This design comes from an exercise in tuning for small area and a short achievable clock period on the open sky130 flow, not from production work. In this exercise RTL edits were held to simulation tests only and were not proved equivalent to the original.

==> flow/design.v (outline; a module is shown in full before it is edited, if it fits) <==
// module hl_imul: 1205 lines
// module hl_bitlen: 21 lines
// module hl_idiv: 128 lines
// module hl_imuldiv: 50 lines
// module hl_add82: 821 lines
// module hl_add66: 189 lines
// module hl_add64: 185 lines
module hl_imuldiv (
    input  wire        clk,
    input  wire        rst,
    input  wire        in_valid,
    input  wire [7:0]  in_op,
    input  wire        in_ct,
    input  wire [5:0]  in_s,
    input  wire [63:0] in_l,
    input  wire [63:0] in_r,
    output wire        mul_busy,
    output wire        mul_done,
    output wire [63:0] mul_result,
    output wire        mul_ov,
    output wire        div_busy,
    output wire        div_done,
    output wire [63:0] div_result,
    output wire        div_ov,
    output wire        div_dz
);
  // ...
==> flow/flow/run.sh <==
#!/bin/bash
# The standard layout, with the timing repair of floorplan, CTS and global
# route aiming at a shorter period than the clock's (the SDC is unchanged).
set -euo pipefail
bash standard.sh SETUP_SLACK_MARGIN=7.5 finish > standard_flow.log 2>&1
==> flow/standard.sh <==
#!/bin/bash
# synth_recipe.tcl (not shown) runs the flow's synth.tcl, then flattens the netlist and writes it again
# the make line also repeats each setting of config.mk as NAME=value (left out here)
make -C /OpenROAD-flow-scripts/flow DESIGN_CONFIG=/design/flow/config.mk WORK_HOME=/design/flow/orfs CLKGATE_MAP_FILE= SYNTH_SCRIPT=/design/flow/synth_recipe.tcl "${@:-finish}"
==> flow/config.mk <==
export PLATFORM = sky130hd
export DESIGN_NAME = hl_imuldiv
export DESIGN_NICKNAME = hl_imuldiv
export VERILOG_FILES = /design/flow/design.v
export SDC_FILE = /design/flow/constraint.sdc
export NUM_CORES = 4
export LEC_CHECK = 0
export ABC_AREA = 1
export CAP_MARGIN = 20
export CORE_MARGIN = 2
export CORE_UTILIZATION = 40
export SLEW_MARGIN = 20
export TNS_END_PERCENT = 10
==> flow/constraint.sdc <==
create_clock -name core_clock -period 14.0 [get_ports {clk}]
set_input_delay 2.8000 -clock core_clock [delete_from_list [all_inputs] [get_ports {clk}]]
set_output_delay 2.8000 -clock core_clock [all_outputs]
set_load 0.01 [all_outputs]
==> summary.txt, run 1 <==
CTS Buffer Depth 3; Post-Place Setup Slack 4.972 ns; Worst-Margin Slew roughly 1.3 ns; worst-case reg-to-reg path depth 27; min Tclk post-route ~6.5 ns; Top FF cell, synth edfxtp_1; fin cells approximately 12,000; final-report setup violation count 0; most numerous cell in the Yosys netlist inv_1; # Max-Cap Violations 0; Largest Register u_mul.acc; area of the multi-input gates around 54,000 um2; Max-slew headroom 0.1016; met1 WL 142.5 mm; status timing/DRC/antenna clean; Post-synth top cells 1,490 x inv_1, 1,328 x nand2_1, 1,106 x o21ai_0; worst path arrival time 7.14 ns; Yosys top cell by area fa_1; fraction of area in multi-input gates 0.6466; CTS tree done; CTS resizes between 200 and 250; # Taps ~2,400; GPL Wtd Cong between 1 and 1.5; Synthesized Nets around 11,000; Req. time, crit path 14.64 ns; GR Util met3 0.08532; drt pass-1 iters 9; final WL approximately 400 mm; Die Width roughly 430 um; CP endpoint u_mul.acc[65]$_SDFFE_PN0N_; max incr delay on CP 0.50 ns; H-tree depth 2; Yosys warning count 3; hold_ws approximately 0.46 ns; Final Max Tran Viols 0
==> module hl_idiv, before the edit <==
module hl_idiv (
    input  wire        clk,
    input  wire        rst,
    input  wire        start,
    input  wire [7:0]  op,
    input  wire        ct,
    input  wire [63:0] l,
    input  wire [63:0] r,
    output wire        busy,
    output reg         done,
    output wire [63:0] result,
    output reg         ov,
    output reg         dz
);
    localparam PH_A = 2'd0, PH_B = 2'd1, PH_IT = 2'd2, PH_FIX = 2'd3;
    reg        busy_q;
    reg [1:0]  ph;
    reg [5:0]  kc;         
    reg [5:0]  kal;        
    reg        sgn_q, rem_q, ct_q;
    reg        negl, negq, ovf, frz;
    reg [63:0] x;          
    reg [63:0] d;          
    reg [63:0] rm;         
    assign busy   = busy_q;
    assign result = x;
    wire        xs = sgn_q & x[63];
    wire        ds = sgn_q & d[63];
    wire [63:0] xa = x ^ {64{xs}};
    wire [63:0] da = d ^ {64{ds}};
    wire [63:0] xmag;
    wire        xmag_co;
    hl_add64 u_xmag (.a(xa), .b(64'd0), .ci(xs), .s(xmag), .co(xmag_co));
    wire        p2x = ~|(xa[63:1] & ~xa[62:0]);
    wire        p2d = ~|(da[63:1] & ~da[62:0]);
    wire [6:0]  blx, bld;
    hl_bitlen u_blx (.v(xa), .n(blx));
    hl_bitlen u_bld (.v(da), .n(bld));
    wire [6:0]  a = blx + {6'd0, xs & p2x};
    wire [6:0]  b = bld + {6'd0, ds & p2d};
    wire [7:0]  q2 = {1'b0, a} - {1'b0, b} + 8'd2;
    wire [5:0]  kcalc = (a >= b) ? q2[6:1] : 6'd0;
    wire        dz_a  = ~|d;
    wire        ovf_a = sgn_q & (x == 64'h8000_0000_0000_0000) & (&d);
    wire [5:0]  k_a   = ct_q ? 6'd32 : (dz_a | ovf_a) ? 6'd0 : kcalc;
    wire [63:0] r1 = kal[0] ? {x[1:0],   x[63:2]}   : x;
    wire [63:0] r2 = kal[1] ? {r1[3:0],  r1[63:4]}  : r1;
    wire [63:0] r3 = kal[2] ? {r2[7:0],  r2[63:8]}  : r2;
    wire [63:0] r4 = kal[3] ? {r3[15:0], r3[63:16]} : r3;
    wire [63:0] rot = kal[4] ? {r4[31:0], r4[63:32]} : r4;
    wire [63:0] lowm = {64{1'b1}} >> {kal, 1'b0};
    wire        nd = ~ds;
    wire [65:0] bm = ~{2'b00, da};           
    wire [64:0] ta = {rm, x[63]};
    wire [65:0] sa;
    wire        sa_co;
    hl_add66 u_sa (.a({1'b0, ta}), .b(bm), .ci(nd), .s(sa), .co(sa_co));
    wire        ca = ~sa[65];                
    wire [63:0] rma = ca ? sa[63:0] : ta[63:0];
    wire [64:0] tb = {rma, x[62]};
    wire [65:0] sb;
    wire        sb_co;
    hl_add66 u_sb (.a({1'b0, tb}), .b(bm), .ci(nd), .s(sb), .co(sb_co));
    wire        cb = ~sb[65];
    wire [63:0] rm_next = cb ? sb[63:0] : tb[63:0];
    wire [1:0]  digit = {ca, cb};
    wire        negf = rem_q ? negl : negq;
    wire [63:0] xsel = rem_q ? rm : x;
    wire [63:0] xneg;
    wire        xneg_co;
    hl_add64 u_xneg (.a(xsel ^ {64{negf}}), .b(64'd0), .ci(negf), .s(xneg), .co(xneg_co));
    wire [63:0] fin  = ovf ? (rem_q ? 64'd0 : 64'h8000_0000_0000_0000) :
                       (dz & !rem_q) ? {64{1'b1}} : xneg;
    always @(posedge clk) begin
        if (rst) begin
            busy_q <= 1'b0;
            done   <= 1'b0;
        end else begin
            done <= busy_q && (ph == PH_FIX);
            if (!busy_q) begin
                busy_q <= start;
                ph     <= PH_A;
            end else begin
                case (ph)
                    PH_A:   ph <= PH_B;
                    PH_B:   ph <= (kc == 6'd0) ? PH_FIX : PH_IT;
                    PH_IT:  if (kc == 6'd1) ph <= PH_FIX;
                    default: busy_q <= 1'b0;
                endcase
            end
        end
    end
    always @(posedge clk) begin
        if (!busy_q) begin
            x     <= l;
            d     <= r;
            sgn_q <= (op == 8'h0D) || (op == 8'h10);
            rem_q <= (op == 8'h10) || (op == 8'h11);
            ct_q  <= ct;
        end else begin
            case (ph)
                PH_A: begin
                    x    <= xmag;
                    kc   <= k_a;
                    kal  <= (dz_a | ovf_a) ? 6'd0 : k_a;
                    frz  <= dz_a | ovf_a;
                    dz   <= dz_a;
                    ovf  <= ovf_a;
                    negl <= xs;
                    negq <= xs ^ ds;
                end
                PH_B: begin
                    rm <= rot & lowm;
                    x  <= rot & ~lowm;
                end
                PH_IT: begin
                    if (!frz) rm <= rm_next;
                    x  <= {x[61:0], digit};
                    kc <= kc - 6'd1;
                end
                default: begin
                    x  <= fin;
                    ov <= ovf & !rem_q;
                end
            endcase
        end
    end
endmodule
==> run 2: changes to the inputs <==
--- a/flow/design.v
+++ b/flow/design.v
@@ -1185,26 +1185,24 @@
             hu_q  <= hu_in;
             sh_q  <= sh_in;
             hi_q  <= hi_in;
             im_q  <= im_in;
             nlast <= nlast_in;
             acc   <= rnd_in;
             idx   <= 2'd0;
             {bn, bt, bo} <= booth({r[15:0], 1'b0});
-        end else begin
+        end else if (!post_q) begin
+            acc   <= sum[81:16];
             rq    <= {sum[15:0], rq[63:16]};
             idx   <= idx + 2'd1;
             {bn, bt, bo} <= booth({rq[31:16], rq[15]});
-            if (!post_q) begin
-                acc <= sum[81:16];
-            end else begin
-                acc[63:0] <= fin;
-                ov        <= (im_q | sh_q) & sat;
-            end
+        end else begin
+            acc[63:0] <= fin;
+            ov        <= (im_q | sh_q) & sat;
         end
     end
 endmodule
 module hl_bitlen (
     input  wire [63:0] v,
     output reg  [6:0]  n
 );
     reg [7:0]  nz;
@@ -1270,31 +1268,42 @@
     wire        ovf_a = sgn_q & (x == 64'h8000_0000_0000_0000) & (&d);
     wire [5:0]  k_a   = ct_q ? 6'd32 : (dz_a | ovf_a) ? 6'd0 : kcalc;
     wire [63:0] r1 = kal[0] ? {x[1:0],   x[63:2]}   : x;
     wire [63:0] r2 = kal[1] ? {r1[3:0],  r1[63:4]}  : r1;
     wire [63:0] r3 = kal[2] ? {r2[7:0],  r2[63:8]}  : r2;
     wire [63:0] r4 = kal[3] ? {r3[15:0], r3[63:16]} : r3;
     wire [63:0] rot = kal[4] ? {r4[31:0], r4[63:32]} : r4;
     wire [63:0] lowm = {64{1'b1}} >> {kal, 1'b0};
-    wire        nd = ~ds;
-    wire [65:0] bm = ~{2'b00, da};           
-    wire [64:0] ta = {rm, x[63]};
-    wire [65:0] sa;
-    wire        sa_co;
-    hl_add66 u_sa (.a({1'b0, ta}), .b(bm), .ci(nd), .s(sa), .co(sa_co));
-    wire        ca = ~sa[65];                
-    wire [63:0] rma = ca ? sa[63:0] : ta[63:0];
-    wire [64:0] tb = {rma, x[62]};
-    wire [65:0] sb;
-    wire        sb_co;
-    hl_add66 u_sb (.a({1'b0, tb}), .b(bm), .ci(nd), .s(sb), .co(sb_co));
-    wire        cb = ~sb[65];
-    wire [63:0] rm_next = cb ? sb[63:0] : tb[63:0];
-    wire [1:0]  digit = {ca, cb};
+    wire [65:0] t   = {rm, x[63:62]};
+    wire [67:0] t68 = {2'b00, t};
+    wire        nd  = ~ds;
+    wire [67:0] b1  = ~{4'b0000, da};        
+    wire [67:0] b2  = ~{3'b000, da, ds};     
+    wire [67:0] cs3 = t68 ^ b1 ^ b2;         
+    wire [67:0] cc3 = (t68 & b1) | (t68 & b2) | (b1 & b2);
+    wire [67:0] s3, s2, s1;
+    wire        s3_co, s2_co, s1_co;
+    hl_add68 u_s3 (.a(cs3), .b({cc3[66:0], nd}), .ci(nd), .s(s3), .co(s3_co));
+    hl_add68 u_s2 (.a(t68), .b(b2), .ci(nd), .s(s2), .co(s2_co));
+    hl_add68 u_s1 (.a(t68), .b(b1), .ci(nd), .s(s1), .co(s1_co));
+    wire        c3 = ~s3[67], c2 = ~s2[67], c1 = ~s1[67];    
+    reg  [1:0]  digit;
+    reg  [63:0] rm_next;
+    always @* begin
+        if (c3) begin
+            digit = 2'd3; rm_next = s3[63:0];
+        end else if (c2) begin
+            digit = 2'd2; rm_next = s2[63:0];
+        end else if (c1) begin
+            digit = 2'd1; rm_next = s1[63:0];
+        end else begin
+            digit = 2'd0; rm_next = t[63:0];
+        end
+    end
     wire        negf = rem_q ? negl : negq;
     wire [63:0] xsel = rem_q ? rm : x;
     wire [63:0] xneg;
     wire        xneg_co;
     hl_add64 u_xneg (.a(xsel ^ {64{negf}}), .b(64'd0), .ci(negf), .s(xneg), .co(xneg_co));
     wire [63:0] fin  = ovf ? (rem_q ? 64'd0 : 64'h8000_0000_0000_0000) :
                        (dz & !rem_q) ? {64{1'b1}} : xneg;
     always @(posedge clk) begin
@@ -2218,19 +2227,19 @@
     wire n444g = n394g | (n394p & n160g);
     wire n445g = n395g | (n395p & n161g);
     wire n446g = n396g | (n396p & n81g);
     wire n447g = n397g | (n397p & g0c);
     wire [81:0] c = {n431g, n432g, n433g, n434g, n435g, n436g, n437g, n438g, n439g, n440g, n441g, n442g, n443g, n444g, n445g, n446g, n447g, n398g, n399g, n400g, n401g, n402g, n403g, n404g, n405g, n406g, n407g, n408g, n409g, n410g, n411g, n412g, n413g, n414g, n415g, n416g, n417g, n418g, n419g, n420g, n421g, n422g, n423g, n424g, n425g, n426g, n427g, n428g, n429g, n364g, n365g, n366g, n367g, n368g, n369g, n370g, n371g, n372g, n373g, n374g, n375g, n376g, n377g, n378g, n379g, n306g, n307g, n308g, n309g, n310g, n311g, n312g, n313g, n236g, n237g, n238g, n239g, n160g, n161g, n81g, g0c, ci};
     assign s = p ^ c;
     assign co = n430g;
 endmodule
-module hl_add66 (input wire [65:0] a, input wire [65:0] b, input wire ci, output wire [65:0] s, output wire co);
-    wire [65:0] p = a ^ b;
-    wire [65:0] g = a & b;
+module hl_add68 (input wire [67:0] a, input wire [67:0] b, input wire ci, output wire [67:0] s, output wire co);
+    wire [67:0] p = a ^ b;
+    wire [67:0] g = a & b;
     wire g0c = g[0] | (p[0] & ci);
     wire n1g = g[1] | (p[1] & g0c);
     wire n2g = g[3] | (p[3] & g[2]);
     wire n2p = p[3] & p[2];
     wire n3g = g[5] | (p[5] & g[4]);
     wire n3p = p[5] & p[4];
     wire n4g = g[7] | (p[7] & g[6]);
     wire n4p = p[7] & p[6];
@@ -2287,135 +2296,287 @@
     wire n30g = g[59] | (p[59] & g[58]);
     wire n30p = p[59] & p[58];
     wire n31g = g[61] | (p[61] & g[60]);
     wire n31p = p[61] & p[60];
     wire n32g = g[63] | (p[63] & g[62]);
     wire n32p = p[63] & p[62];
     wire n33g = g[65] | (p[65] & g[64]);
     wire n33p = p[65] & p[64];
-    wire n34g = n2g | (n2p & n1g);
-    wire n35g = n4g | (n4p & n3g);
-    wire n35p = n4p & n3p;
-    wire n36g = n6g | (n6p & n5g);
-    wire n36p = n6p & n5p;
-    wire n37g = n8g | (n8p & n7g);
-    wire n37p = n8p & n7p;
-    wire n38g = n10g | (n10p & n9g);
-    wire n38p = n10p & n9p;
-    wire n39g = n12g | (n12p & n11g);
-    wire n39p = n12p & n11p;
-    wire n40g = n14g | (n14p & n13g);
-    wire n40p = n14p & n13p;
-    wire n41g = n16g | (n16p & n15g);
-    wire n41p = n16p & n15p;
-    wire n42g = n18g | (n18p & n17g);
-    wire n42p = n18p & n17p;
-    wire n43g = n20g | (n20p & n19g);
-    wire n43p = n20p & n19p;
-    wire n44g = n22g | (n22p & n21g);
-    wire n44p = n22p & n21p;
-    wire n45g = n24g | (n24p & n23g);
-    wire n45p = n24p & n23p;
-    wire n46g = n26g | (n26p & n25g);
-    wire n46p = n26p & n25p;
-    wire n47g = n28g | (n28p & n27g);
-    wire n47p = n28p & n27p;
-    wire n48g = n30g | (n30p & n29g);
-    wire n48p = n30p & n29p;
-    wire n49g = n32g | (n32p & n31g);
-    wire n49p = n32p & n31p;
-    wire n50g = n35g | (n35p & n34g);
-    wire n51g = n37g | (n37p & n36g);
-    wire n51p = n37p & n36p;
-    wire n52g = n39g | (n39p & n38g);
-    wire n52p = n39p & n38p;
-    wire n53g = n41g | (n41p & n40g);
-    wire n53p = n41p & n40p;
-    wire n54g = n43g | (n43p & n42g);
-    wire n54p = n43p & n42p;
-    wire n55g = n45g | (n45p & n44g);
-    wire n55p = n45p & n44p;
-    wire n56g = n47g | (n47p & n46g);
-    wire n56p = n47p & n46p;
-    wire n57g = n49g | (n49p & n48g);
-    wire n57p = n49p & n48p;
-    wire n58g = n51g | (n51p & n50g);
-    wire n59g = n53g | (n53p & n52g);
-    wire n59p = n53p & n52p;
-    wire n60g = n55g | (n55p & n54g);
-    wire n60p = n55p & n54p;
-    wire n61g = n57g | (n57p & n56g);
-    wire n61p = n57p & n56p;
-    wire n62g = n59g | (n59p & n58g);
-    wire n63g = n61g | (n61p & n60g);
-    wire n63p = n61p & n60p;
-    wire n64g = n63g | (n63p & n62g);
-    wire n65g = n60g | (n60p & n62g);
-    wire n66g = n52g | (n52p & n58g);
-    wire n67g = n54g | (n54p & n62g);
-    wire n68g = n56g | (n56p & n65g);
-    wire n69g = n36g | (n36p & n50g);
-    wire n70g = n38g | (n38p & n58g);
-    wire n71g = n40g | (n40p & n66g);
-    wire n72g = n42g | (n42p & n62g);
-    wire n73g = n44g | (n44p & n67g);
-    wire n74g = n46g | (n46p & n65g);
-    wire n75g = n48g | (n48p & n68g);
-    wire n76g = n3g | (n3p & n34g);
-    wire n77g = n5g | (n5p & n50g);
-    wire n78g = n7g | (n7p & n69g);
-    wire n79g = n9g | (n9p & n58g);
-    wire n80g = n11g | (n11p & n70g);
-    wire n81g = n13g | (n13p & n66g);
-    wire n82g = n15g | (n15p & n71g);
-    wire n83g = n17g | (n17p & n62g);
-    wire n84g = n19g | (n19p & n72g);
-    wire n85g = n21g | (n21p & n67g);
-    wire n86g = n23g | (n23p & n73g);
-    wire n87g = n25g | (n25p & n65g);
-    wire n88g = n27g | (n27p & n74g);
-    wire n89g = n29g | (n29p & n68g);
-    wire n90g = n31g | (n31p & n75g);
-    wire n91g = n33g | (n33p & n64g);
-    wire n92g = g[2] | (p[2] & n1g);
-    wire n93g = g[4] | (p[4] & n34g);
-    wire n94g = g[6] | (p[6] & n76g);
-    wire n95g = g[8] | (p[8] & n50g);
-    wire n96g = g[10] | (p[10] & n77g);
-    wire n97g = g[12] | (p[12] & n69g);
-    wire n98g = g[14] | (p[14] & n78g);
-    wire n99g = g[16] | (p[16] & n58g);
-    wire n100g = g[18] | (p[18] & n79g);
-    wire n101g = g[20] | (p[20] & n70g);
-    wire n102g = g[22] | (p[22] & n80g);
-    wire n103g = g[24] | (p[24] & n66g);
-    wire n104g = g[26] | (p[26] & n81g);
-    wire n105g = g[28] | (p[28] & n71g);
-    wire n106g = g[30] | (p[30] & n82g);
-    wire n107g = g[32] | (p[32] & n62g);
-    wire n108g = g[34] | (p[34] & n83g);
-    wire n109g = g[36] | (p[36] & n72g);
-    wire n110g = g[38] | (p[38] & n84g);
-    wire n111g = g[40] | (p[40] & n67g);
-    wire n112g = g[42] | (p[42] & n85g);
-    wire n113g = g[44] | (p[44] & n73g);
-    wire n114g = g[46] | (p[46] & n86g);
-    wire n115g = g[48] | (p[48] & n65g);
-    wire n116g = g[50] | (p[50] & n87g);
-    wire n117g = g[52] | (p[52] & n74g);
-    wire n118g = g[54] | (p[54] & n88g);
-    wire n119g = g[56] | (p[56] & n68g);
-    wire n120g = g[58] | (p[58] & n89g);
-    wire n121g = g[60] | (p[60] & n75g);
-    wire n122g = g[62] | (p[62] & n90g);
-    wire n123g = g[64] | (p[64] & n64g);
-    wire [65:0] c = {n123g, n64g, n122g, n90g, n121g, n75g, n120g, n89g, n119g, n68g, n118g, n88g, n117g, n74g, n116g, n87g, n115g, n65g, n114g, n86g, n113g, n73g, n112g, n85g, n111g, n67g, n110g, n84g, n109g, n72g, n108g, n83g, n107g, n62g, n106g, n82g, n105g, n71g, n104g, n81g, n103g, n66g, n102g, n80g, n101g, n70g, n100g, n79g, n99g, n58g, n98g, n78g, n97g, n69g, n96g, n77g, n95g, n50g, n94g, n76g, n93g, n34g, n92g, n1g, g0c, ci};
+    wire n34g = g[67] | (p[67] & g[66]);
+    wire n34p = p[67] & p[66];
+    wire n35g = g[2] | (p[2] & n1g);
+    wire n36g = n2g | (n2p & n1g);
+    wire n37g = g[6] | (p[6] & n3g);
+    wire n37p = p[6] & n3p;
+    wire n38g = n4g | (n4p & n3g);
+    wire n38p = n4p & n3p;
+    wire n39g = g[10] | (p[10] & n5g);
+    wire n39p = p[10] & n5p;
+    wire n40g = n6g | (n6p & n5g);
+    wire n40p = n6p & n5p;
+    wire n41g = g[14] | (p[14] & n7g);
+    wire n41p = p[14] & n7p;
+    wire n42g = n8g | (n8p & n7g);
+    wire n42p = n8p & n7p;
+    wire n43g = g[18] | (p[18] & n9g);
+    wire n43p = p[18] & n9p;
+    wire n44g = n10g | (n10p & n9g);
+    wire n44p = n10p & n9p;
+    wire n45g = g[22] | (p[22] & n11g);
+    wire n45p = p[22] & n11p;
+    wire n46g = n12g | (n12p & n11g);
+    wire n46p = n12p & n11p;
+    wire n47g = g[26] | (p[26] & n13g);
+    wire n47p = p[26] & n13p;
+    wire n48g = n14g | (n14p & n13g);
+    wire n48p = n14p & n13p;
+    wire n49g = g[30] | (p[30] & n15g);
+    wire n49p = p[30] & n15p;
+    wire n50g = n16g | (n16p & n15g);
+    wire n50p = n16p & n15p;
+    wire n51g = g[34] | (p[34] & n17g);
+    wire n51p = p[34] & n17p;
+    wire n52g = n18g | (n18p & n17g);
+    wire n52p = n18p & n17p;
+    wire n53g = g[38] | (p[38] & n19g);
+    wire n53p = p[38] & n19p;
+    wire n54g = n20g | (n20p & n19g);
+    wire n54p = n20p & n19p;
+    wire n55g = g[42] | (p[42] & n21g);
+    wire n55p = p[42] & n21p;
+    wire n56g = n22g | (n22p & n21g);
+    wire n56p = n22p & n21p;
+    wire n57g = g[46] | (p[46] & n23g);
+    wire n57p = p[46] & n23p;
+    wire n58g = n24g | (n24p & n23g);
+    wire n58p = n24p & n23p;
+    wire n59g = g[50] | (p[50] & n25g);
+    wire n59p = p[50] & n25p;
+    wire n60g = n26g | (n26p & n25g);
+    wire n60p = n26p & n25p;
+    wire n61g = g[54] | (p[54] & n27g);
+    wire n61p = p[54] & n27p;
+    wire n62g = n28g | (n28p & n27g);
+    wire n62p = n28p & n27p;
+    wire n63g = g[58] | (p[58] & n29g);
+    wire n63p = p[58] & n29p;
+    wire n64g = n30g | (n30p & n29g);
+    wire n64p = n30p & n29p;
+    wire n65g = g[62] | (p[62] & n31g);
+    wire n65p = p[62] & n31p;
+    wire n66g = n32g | (n32p & n31g);
+    wire n66p = n32p & n31p;
+    wire n67g = g[66] | (p[66] & n33g);
+    wire n67p = p[66] & n33p;
+    wire n68g = n34g | (n34p & n33g);
+    wire n68p = n34p & n33p;
+    wire n69g = g[4] | (p[4] & n36g);
+    wire n70g = n3g | (n3p & n36g);
+    wire n71g = n37g | (n37p & n36g);
+    wire n72g = n38g | (n38p & n36g);
+    wire n73g = g[12] | (p[12] & n40g);
+    wire n73p = p[12] & n40p;
+    wire n74g = n7g | (n7p & n40g);
+    wire n74p = n7p & n40p;
+    wire n75g = n41g | (n41p & n40g);
+    wire n75p = n41p & n40p;
+    wire n76g = n42g | (n42p & n40g);
+    wire n76p = n42p & n40p;
+    wire n77g = g[20] | (p[20] & n44g);
+    wire n77p = p[20] & n44p;
+    wire n78g = n11g | (n11p & n44g);
+    wire n78p = n11p & n44p;
+    wire n79g = n45g | (n45p & n44g);
+    wire n79p = n45p & n44p;
+    wire n80g = n46g | (n46p & n44g);
+    wire n80p = n46p & n44p;
+    wire n81g = g[28] | (p[28] & n48g);
+    wire n81p = p[28] & n48p;
+    wire n82g = n15g | (n15p & n48g);
+    wire n82p = n15p & n48p;
+    wire n83g = n49g | (n49p & n48g);
+    wire n83p = n49p & n48p;
+    wire n84g = n50g | (n50p & n48g);
+    wire n84p = n50p & n48p;
+    wire n85g = g[36] | (p[36] & n52g);
+    wire n85p = p[36] & n52p;
+    wire n86g = n19g | (n19p & n52g);
+    wire n86p = n19p & n52p;
+    wire n87g = n53g | (n53p & n52g);
+    wire n87p = n53p & n52p;
+    wire n88g = n54g | (n54p & n52g);
+    wire n88p = n54p & n52p;
+    wire n89g = g[44] | (p[44] & n56g);
+    wire n89p = p[44] & n56p;
+    wire n90g = n23g | (n23p & n56g);
+    wire n90p = n23p & n56p;
+    wire n91g = n57g | (n57p & n56g);
+    wire n91p = n57p & n56p;
+    wire n92g = n58g | (n58p & n56g);
+    wire n92p = n58p & n56p;
+    wire n93g = g[52] | (p[52] & n60g);
+    wire n93p = p[52] & n60p;
+    wire n94g = n27g | (n27p & n60g);
+    wire n94p = n27p & n60p;
+    wire n95g = n61g | (n61p & n60g);
+    wire n95p = n61p & n60p;
+    wire n96g = n62g | (n62p & n60g);
+    wire n96p = n62p & n60p;
+    wire n97g = g[60] | (p[60] & n64g);
+    wire n97p = p[60] & n64p;
+    wire n98g = n31g | (n31p & n64g);
+    wire n98p = n31p & n64p;
+    wire n99g = n65g | (n65p & n64g);
+    wire n99p = n65p & n64p;
+    wire n100g = n66g | (n66p & n64g);
+    wire n100p = n66p & n64p;
+    wire n101g = g[8] | (p[8] & n72g);
+    wire n102g = n5g | (n5p & n72g);
+    wire n103g = n39g | (n39p & n72g);
+    wire n104g = n40g | (n40p & n72g);
+    wire n105g = n73g | (n73p & n72g);
+    wire n106g = n74g | (n74p & n72g);
+    wire n107g = n75g | (n75p & n72g);
+    wire n108g = n76g | (n76p & n72g);
+    wire n109g = g[24] | (p[24] & n80g);
+    wire n109p = p[24] & n80p;
+    wire n110g = n13g | (n13p & n80g);
+    wire n110p = n13p & n80p;
+    wire n111g = n47g | (n47p & n80g);
+    wire n111p = n47p & n80p;
+    wire n112g = n48g | (n48p & n80g);
+    wire n112p = n48p & n80p;
+    wire n113g = n81g | (n81p & n80g);
+    wire n113p = n81p & n80p;
+    wire n114g = n82g | (n82p & n80g);
+    wire n114p = n82p & n80p;
+    wire n115g = n83g | (n83p & n80g);
+    wire n115p = n83p & n80p;
+    wire n116g = n84g | (n84p & n80g);
+    wire n116p = n84p & n80p;
+    wire n117g = g[40] | (p[40] & n88g);
+    wire n117p = p[40] & n88p;
+    wire n118g = n21g | (n21p & n88g);
+    wire n118p = n21p & n88p;
+    wire n119g = n55g | (n55p & n88g);
+    wire n119p = n55p & n88p;
+    wire n120g = n56g | (n56p & n88g);
+    wire n120p = n56p & n88p;
+    wire n121g = n89g | (n89p & n88g);
+    wire n121p = n89p & n88p;
+    wire n122g = n90g | (n90p & n88g);
+    wire n122p = n90p & n88p;
+    wire n123g = n91g | (n91p & n88g);
+    wire n123p = n91p & n88p;
+    wire n124g = n92g | (n92p & n88g);
+    wire n124p = n92p & n88p;
+    wire n125g = g[56] | (p[56] & n96g);
+    wire n125p = p[56] & n96p;
+    wire n126g = n29g | (n29p & n96g);
+    wire n126p = n29p & n96p;
+    wire n127g = n63g | (n63p & n96g);
+    wire n127p = n63p & n96p;
+    wire n128g = n64g | (n64p & n96g);
+    wire n128p = n64p & n96p;
+    wire n129g = n97g | (n97p & n96g);
+    wire n129p = n97p & n96p;
+    wire n130g = n98g | (n98p & n96g);
+    wire n130p = n98p & n96p;
+    wire n131g = n99g | (n99p & n96g);
+    wire n131p = n99p & n96p;
+    wire n132g = n100g | (n100p & n96g);
+    wire n132p = n100p & n96p;
+    wire n133g = g[16] | (p[16] & n108g);
+    wire n134g = n9g | (n9p & n108g);
+    wire n135g = n43g | (n43p & n108g);
+    wire n136g = n44g | (n44p & n108g);
+    wire n137g = n77g | (n77p & n108g);
+    wire n138g = n78g | (n78p & n108g);
+    wire n139g = n79g | (n79p & n108g);
+    wire n140g = n80g | (n80p & n108g);
+    wire n141g = n109g | (n109p & n108g);
+    wire n142g = n110g | (n110p & n108g);
+    wire n143g = n111g | (n111p & n108g);
+    wire n144g = n112g | (n112p & n108g);
+    wire n145g = n113g | (n113p & n108g);
+    wire n146g = n114g | (n114p & n108g);
+    wire n147g = n115g | (n115p & n108g);
+    wire n148g = n116g | (n116p & n108g);
+    wire n149g = g[48] | (p[48] & n124g);
+    wire n149p = p[48] & n124p;
+    wire n150g = n25g | (n25p & n124g);
+    wire n150p = n25p & n124p;
+    wire n151g = n59g | (n59p & n124g);
+    wire n151p = n59p & n124p;
+    wire n152g = n60g | (n60p & n124g);
+    wire n152p = n60p & n124p;
+    wire n153g = n93g | (n93p & n124g);
+    wire n153p = n93p & n124p;
+    wire n154g = n94g | (n94p & n124g);
+    wire n154p = n94p & n124p;
+    wire n155g = n95g | (n95p & n124g);
+    wire n155p = n95p & n124p;
+    wire n156g = n96g | (n96p & n124g);
+    wire n156p = n96p & n124p;
+    wire n157g = n125g | (n125p & n124g);
+    wire n157p = n125p & n124p;
+    wire n158g = n126g | (n126p & n124g);
+    wire n158p = n126p & n124p;
+    wire n159g = n127g | (n127p & n124g);
+    wire n159p = n127p & n124p;
+    wire n160g = n128g | (n128p & n124g);
+    wire n160p = n128p & n124p;
+    wire n161g = n129g | (n129p & n124g);
+    wire n161p = n129p & n124p;
+    wire n162g = n130g | (n130p & n124g);
+    wire n162p = n130p & n124p;
+    wire n163g = n131g | (n131p & n124g);
+    wire n163p = n131p & n124p;
+    wire n164g = n132g | (n132p & n124g);
+    wire n164p = n132p & n124p;
+    wire n165g = g[32] | (p[32] & n148g);
+    wire n166g = n17g | (n17p & n148g);
+    wire n167g = n51g | (n51p & n148g);
+    wire n168g = n52g | (n52p & n148g);
+    wire n169g = n85g | (n85p & n148g);
+    wire n170g = n86g | (n86p & n148g);
+    wire n171g = n87g | (n87p & n148g);
+    wire n172g = n88g | (n88p & n148g);
+    wire n173g = n117g | (n117p & n148g);
+    wire n174g = n118g | (n118p & n148g);
+    wire n175g = n119g | (n119p & n148g);
+    wire n176g = n120g | (n120p & n148g);
+    wire n177g = n121g | (n121p & n148g);
+    wire n178g = n122g | (n122p & n148g);
+    wire n179g = n123g | (n123p & n148g);
+    wire n180g = n124g | (n124p & n148g);
+    wire n181g = n149g | (n149p & n148g);
+    wire n182g = n150g | (n150p & n148g);
+    wire n183g = n151g | (n151p & n148g);
+    wire n184g = n152g | (n152p & n148g);
+    wire n185g = n153g | (n153p & n148g);
+    wire n186g = n154g | (n154p & n148g);
+    wire n187g = n155g | (n155p & n148g);
+    wire n188g = n156g | (n156p & n148g);
+    wire n189g = n157g | (n157p & n148g);
+    wire n190g = n158g | (n158p & n148g);
+    wire n191g = n159g | (n159p & n148g);
+    wire n192g = n160g | (n160p & n148g);
+    wire n193g = n161g | (n161p & n148g);
+    wire n194g = n162g | (n162p & n148g);
+    wire n195g = n163g | (n163p & n148g);
+    wire n196g = n164g | (n164p & n148g);
+    wire n197g = g[64] | (p[64] & n196g);
+    wire n198g = n33g | (n33p & n196g);
+    wire n199g = n67g | (n67p & n196g);
+    wire n200g = n68g | (n68p & n196g);
+    wire [67:0] c = {n199g, n198g, n197g, n196g, n195g, n194g, n193g, n192g, n191g, n190g, n189g, n188g, n187g, n186g, n185g, n184g, n183g, n182g, n181g, n180g, n179g, n178g, n177g, n176g, n175g, n174g, n173g, n172g, n171g, n170g, n169g, n168g, n167g, n166g, n165g, n148g, n147g, n146g, n145g, n144g, n143g, n142g, n141g, n140g, n139g, n138g, n137g, n136g, n135g, n134g, n133g, n108g, n107g, n106g, n105g, n104g, n103g, n102g, n101g, n72g, n71g, n70g, n69g, n36g, n35g, n1g, g0c, ci};
     assign s = p ^ c;
-    assign co = n91g;
+    assign co = n200g;
 endmodule
 module hl_add64 (input wire [63:0] a, input wire [63:0] b, input wire ci, output wire [63:0] s, output wire co);
     wire [63:0] p = a ^ b;
     wire [63:0] g = a & b;
     wire g0c = g[0] | (p[0] & ci);
     wire n1g = g[1] | (p[1] & g0c);
     wire n2g = g[3] | (p[3] & g[2]);
     wire n2p = p[3] & p[2];
==> flow/run.sh (new file) <==
#!/bin/bash
# synth_recipe.tcl (not shown) runs the flow's synth.tcl, then flattens the netlist and writes it again
# the make line also repeats each setting of config.mk as NAME=value (left out here)
make -C /OpenROAD-flow-scripts/flow DESIGN_CONFIG=/design/flow/config.mk WORK_HOME=/design/flow/orfs CLKGATE_MAP_FILE= SYNTH_SCRIPT=/design/flow/synth_recipe.tcl finish
--- a/flow/config.mk
+++ b/flow/config.mk
@@ -4,10 +4,11 @@
 export VERILOG_FILES = /design/flow/design.v
 export SDC_FILE = /design/flow/constraint.sdc
 export NUM_CORES = 4
 export LEC_CHECK = 0
 export ABC_AREA = 1
 export CAP_MARGIN = 20
 export CORE_MARGIN = 2
 export CORE_UTILIZATION = 40
+export SETUP_SLACK_MARGIN = 5
 export SLEW_MARGIN = 20
 export TNS_END_PERCENT = 10
removed: flow/flow/run.sh
removed: flow/standard.sh
==> run 2 against run 1 <==
Compared with the run above:
- still clean on timing, DRC and antenna
- setup slack got worse by 1.4 ns
- die area up 11%
- non-clock buffer count is 226 lower
- wire length grew 8.8%
- sequential cell count unchanged
- clock skew fell by 0.021 ns
- final cell count increased by 14%
- critical path type unchanged
- critical endpoint is now u_mul.acc[53]$_DFF_P_
==> summary.txt, run 2 <==
status timing/DRC/antenna clean; most frequent cells in the layout 2,253 x nand2_1, 1,685 x inv_1, 1,000 x o21ai_0; layout cells sized above 1 0.03754; Yosys warning count 3 (unchanged); setup bufs post-CTS 0; DRC viols 0; Max-slew headroom 0.03821 (-0.06343); Clk pin slew, worst setup/hold paths approximately 0.07 ns; most numerous cell in the Yosys netlist nand2_1; Final Util 0.4370; final WL 434.5 mm (+8.8%); # Max-Cap Violations 0 (unchanged); Filler Cell Count 20,740; first-pass GRT wire length a little over 600 mm; Async S/R FF share, synth 0; Routed Antenna Nets 0; Worst-Skew Late Latency 0.76 ns; I/O Buffers 280; CTS resizes 0 (-100%); RSZ-0062 raised after global routing false; Setup crit end kind flop; skew final 0.04979 ns; Routed WL per cell just over 30 um; Largest Register u_mul.acc; period utilisation layout 0.5618; fmax between 100 and 150 MHz; core area 197,600 um2; Top FF cell, synth edfxtp_1; fraction of the yosys area taken by sequential cells 0.1525; initial antenna violation count 16; Worst setup SP type flop; register bit total from synthesis 452; Core Rows between 150 and 200; TritonCTS Sinks 452; worst setup path startpoint u_mul.lq[63]$_DFFE_PN_; clk root buf clkbuf_16; Min-Delay Path Class reg -> reg; H-tree depth 2 (unchanged); Starting Density 0.4027; Worst-Margin Slew 1.428 ns (+0.09415 ns); die area 202,600 um2; vias in the first global route roughly 83,000; setup TNS 0 ns; Post-synth top cells 2,256 x nand2_1, 1,692 x inv_1, 1,000 x o21ai_0; GR Util All Layers 0.4146; Yosys top cell by area fa_1; via count between 80,000 and 90,000; critical path fanouts, max 17; Largest register FFs 66; cell area after synthesis 79,590 um2; Post-Place Setup Slack 6.249 ns (+1.277 ns); hold buffers post-CTS 0; dpl hpwl 343.0 mm; final worst slack just over 6 ns; Die Width 450.1 um (+5.2%); Synthesized Nets 12,700 (+16%); Final Max Tran Viols 0 (unchanged); Critical R2R Launch u_mul.lq[63]$_DFFE_PN_; drt pass-1 iters 10 (+1); Syn-to-layout area delta 8.511%; Req. time, crit path 14.71 ns (+0.07 ns); most common cell after layout, fill and taps aside nand2_1; CTS Buffer Depth 3 (unchanged); final-report setup violation count 0 (unchanged); I/O Pins between 200 and 300; drt initial violations ~11,000; Hold Vio Cnt, Final 0; Via density approximately 6; Nets about 13,000; ranking of synthesized cells by area fa_1 15%, edfxtp_1 12%, nand2_1 11%, inv_1 8.0%, xor2_1 8.0%; Reg area roughly 12,000 um2; worst path arrival time 8.57 ns (+1.43 ns); hold path startpoint u_mul.s_q[1]$_DFFE_PN_; GPL Wtd Cong 1.071 (+3.1%); pin count of the biggest net entering global routing 130; area of the multi-input gates 57,910 um2 (+7.4%); post-synth cell types a little over 70; Synth top area share 0.1487; kind of critical path reg -> reg; Post-Syn Instances roughly 12,000; syn avg cell area slightly below 7 um2; Num CTS Buffers ~60; CTS tree done; min Tclk post-route 7.865 ns (+1.365 ns); Die H ~450 um; grt ovf 0; Post-synth EDFFs 309
run 2: changes by cell type in the layout (fill, tap and decap cells not counted), moves of 80 or more:
| cell | previous run | this run |
|---|---|---|
| nand2_1 | 1305 | 2253 |
| nand3_1 | 189 | 533 |
| inv_1 | 1453 | 1685 |
| nor2_1 | 663 | 851 |
| buf_4 | 314 | 159 |
| a21oi_1 | 444 | 552 |
| ha_1 | 287 | 392 |
| edfxtp_1 | 229 | 309 |
run 2: stage by stage:
stage,hold slack [ns],cell area [um2],cells
floorplan,0.4393,79590,11570
global placement,0.4564,84150,13980
detailed placement,0.4704,84160,13980
CTS,0.4762,86300,14090
global route,0.5055,86350,14100
finish,0.4715,86370,14100
run 2: logic make-up (layout without fill, tap and decap cells):
group / after synthesis / count (layout) / synth area share
xor+xnor: 863 / 863 / 0.09534
flops: 452 / 452 / 0.1525
mux: 194 / 194 / 0.02440
compound gates: 2582 / 2582 / 0.1856
other cells: 0 / 8 / 0
buf+inv: 2468 / 2355 / 0.1213
fa+ha+maj: 985 / 985 / 0.2106
simple gates: 4023 / 4023 / 0.2102
run 2: final timing paths:
| path | endpoint | slack (ns) | depth (start not counted) |
|---|---|---|---|
| worst max-delay path | u_mul.acc[53]$_DFF_P_ | 6.13 | 22 |
| worst min-delay path | u_mul.shamt[1]$_SDFF_PP0_ | 0.47 | 2 |
| worst max register to register | u_mul.acc[53]$_DFF_P_ | 6.13 | 22 |
| worst min register to register | u_mul.shamt[1]$_SDFF_PP0_ | 0.47 | 2 |
run 2: worst max-delay path, cell delays in order (launching register included):
cell	delay, ns
edfxtp_1	0.43
clkinv_1	0.61
nor2_1	0.76
inv_1	0.36
o22ai_1	0.24
xor2_1	0.29
fa_1	0.50
fa_1	0.61
inv_1	0.08
fa_1	0.62
fa_1	0.47
ha_1	0.50
nand2_1	0.14
nor2_1	0.13
inv_1	0.08
nor2_1	0.15
inv_1	0.09
nor4_1	0.68
nand3_1	0.23
a31o_2	0.31
nand3_1	0.25
nand3_1	0.15
nand2_1	0.12
run 2: final cells by class:
type | instances | share of cell area
well taps | 2640 | 0.03825
repair buffers | 441 | 0.04679
clock buffers | 74 | 0.01869
flip-flops and latches | 452 | 0.1408
diodes | 8 | 0.0002318
multi-input cells | 8647 | 0.6706
clock inverters | 38 | 0.006172
inverters | 1802 | 0.07852
run 2: routing by layer:
metal	vias to the layer above	global-route usage	wire, um
li1	37720	-	-
met1	41320	0.4918	159200
met2	5095	0.6528	192200
met3	1257	0.07838	39170
met4	10	0.3396	43790
met5	-	0.003078	145

-- port drivers added, routing unchanged --
Ports are ideal in the flow. The routed layouts listed here were re-timed in OpenROAD. Step 1 assumes that a clkbuf_16 drives the clock port and a buf_2 every other input. Step 2 adds t to the input delays and takes it off the output delays; t is the mean of the earliest and latest rising clock arrival at the registers after step 1. Input paths then give back, and output paths get back, about the clock's delay inside the block. a / b / c = no drivers / after step 1 / after step 2; a / b = the first two.
run | t, ns | slack for setup (ns) | clock arrival spread, ns | worst slew at a driven data input, ns
run 1 | 0.825 | 7.500 / 7.500 / 7.500 | 0.071 / 0.071 | 0.08
run 2 | 0.836 | 6.135 / 6.135 / 6.135 | 0.050 / 0.050 | 0.07
After both steps setup and hold are still met in every run listed.
